Source: an optimization exercise on an open RTL-to-GDS flow (aim: small area and a short achievable clock period). Production flows keep margins and buffers that such runs may drop. Only simulation tests tie the RTL to the original design; equivalence was not proved. Power figures rest on the tool's default switching activity, not on a simulated workload.

## red
// mce_core
module mce_core (
    input  wire         clk,
    input  wire         rst,             
    input  wire         arm,             
    input  wire         stop,            
    input  wire         issue_en,        
    input  wire [13:0]  start_addr,
    input  wire [39:0]  start_va,
    input  wire [14:0]  cslen,
    input  wire [79:0]  cdm,             
    input  wire [255:0] lreg,            
    input  wire [15:1]  cmap_latch,      
    input  wire         hflag,
    input  wire         lclr,
    input  wire [15:1]  cond_in,
    input  wire         fail_any_in,
    input  wire         fail_all_in,
    output wire [13:0]  cs_addr,
    input  wire [159:0] cs_word,
    output wire [11:0]  vtt_idx,
    input  wire [39:0]  vtt_data,
    output wire         issue_valid,
    output wire [39:0]  issue_va,
    output wire [5:0]   issue_tset,
    output wire [3:0]   issue_lset,
    output wire [2:0]   issue_thr,
    output wire         issue_gate,
    output wire         issue_trig,
    output wire         issue_mark,
    output wire [7:0]   issue_evt,
    output wire [3:0]   issue_pmu,
    output wire [3:0]   issue_dacq,
    output wire         busy,
    output wire         waiting,
    output wire [13:0]  upc,
    output wire [39:0]  va,
    output wire [3:0]   lsp,
    output wire [4:0]   rsp,
    output wire [3:0]   flags,
    output wire [17:0]  latches,         
    output wire [3:0]   stopcause,
    output wire [13:0]  faddr,
    output wire         evt_stopflt,
    output wire         evt_cs_parity,
    output wire         evt_wait_to,
    output wire [31:0]  csparerr,
    output wire [31:0]  waitto,
    input  wire [2:0]   cnt_sel,
    output wire [31:0]  cnt_q
);
Settings: LEC_CHECK=0, CAP_MARGIN=30, CORE_MARGIN=2, CORE_UTILIZATION=40, SLEW_MARGIN=30, SYNTH_HIERARCHICAL=1, TNS_END_PERCENT=0; clock period 15.0 ns.
standard.sh (not shown) runs the stock make flow with config.mk's settings and CLKGATE_MAP_FILE= SYNTH_SCRIPT=/design/flow/synth_recipe.tcl, a recipe that flattens the netlist after the stock synthesis.
==> flow/flow/run.sh <==
#!/bin/bash
# Standard layout (the standard.sh) with these changes to how it is made:
#  - synthesis: the standard flow's script, but the non-critical modules mce_core (top
#    level logic) and mce_cnt_next are mapped by ABC for area (synth_own.tcl);
#  - port buffers use the smallest buffer cell;
#  - timing repair aims for more setup slack than the clock period needs;
#  - clock tree: larger sink clusters, no dummy loads.
# Each tool's full output stays in its own log under orfs/logs/; make's output
# goes to flow_make.log in this folder.
set -euo pipefail
export OWN_FLOW_DIR="$PWD/flow"
export OWN_AREA_MODULES="mce_core mce_cnt_next"
bash standard.sh \
  "SYNTH_SCRIPT=$PWD/flow/synth_own.tcl" \
  "BUFFER_PORTS_ARGS=-buffer_cell sky130_fd_sc_hd__buf_1" \
  SETUP_SLACK_MARGIN=8 \
  "CTS_ARGS=-sink_clustering_enable -repair_clock_nets -dont_use_dummy_load -sink_clustering_size 24 -sink_clustering_max_diameter 100" \
  finish > flow_make.log 2>&1
Other scripts of this flow, unchanged in this note and not shown: flow/flow/abc_area.script, flow/flow/synth_own.tcl
red went all the way through the flow, and no timing, DRC or antenna check failed.
#### Input delta (orange over red)
Settings: CAP_MARGIN now 40, was 30; SLEW_MARGIN now 40, was 30.
diff --git a/flow/flow/run.sh b/flow/flow/run.sh
--- a/flow/flow/run.sh
+++ b/flow/flow/run.sh
@@ -16,2 +16,2 @@
-  SETUP_SLACK_MARGIN=8 \
-  "CTS_ARGS=-sink_clustering_enable -repair_clock_nets -dont_use_dummy_load -sink_clustering_size 24 -sink_clustering_max_diameter 100" \
+  SETUP_SLACK_MARGIN=6.5 \
+  "CTS_ARGS=-sink_clustering_enable -repair_clock_nets -dont_use_dummy_load -sink_clustering_size 20 -sink_clustering_max_diameter 100" \
==> comparison <==
red and orange ended up with roughly the same reported leakage power.
On number of cells after detailed placement, orange tracks red almost exactly.
The clock buffer and inverter area fraction after layout of orange is higher than that of red.
Changes observed in orange relative to red: pre-CTS setup slack went up by 0.37 ns; wire length of the first global-routing pass went up by about 1%.
Re register area: no difference whatsoever between red and orange.
Worst path setup slack after routing, red and orange, higher one = orange.
Against red, final area in orange rose slightly.
Per the comparison of orange with red, largest voltage drop on the vdd net higher, met3 track demand over resource in global routing went up 0.19 points.

## separate check: timing with driven ports
In the flow no input, the clock included, has a driving cell. The finished layouts below were timed again as built, in two steps.
Step 1, drivers: a clkbuf_16 drives clk and a buf_2 each remaining input, both assumed.
Step 2 times the ports against the registers' clock, not the clock port: input delays grow and output delays shrink by t, the midpoint of the rising clock arrivals with the driver on.
Three values: ideal, step 1, step 2; two values: the first two.
run | t (ns) | setup slack, ns | worst hold slack (ns) | slew at the worst register clock pin (ns) | worst slew at a driven data input, ns
red | 0.844 | 5.286 / 5.260 / 4.929 | 0.500 / 0.500 / 0.500 | 0.11 / 0.11 | 0.40
orange | 0.850 | 5.428 / 5.236 / 5.138 | 0.483 / 0.483 / 0.483 | 0.10 / 0.10 | 0.33
After both steps every run listed still meets setup and hold. The setup slack of red, which loses most, moves by -0.026 ns with the drivers and by -0.357 ns with both steps.
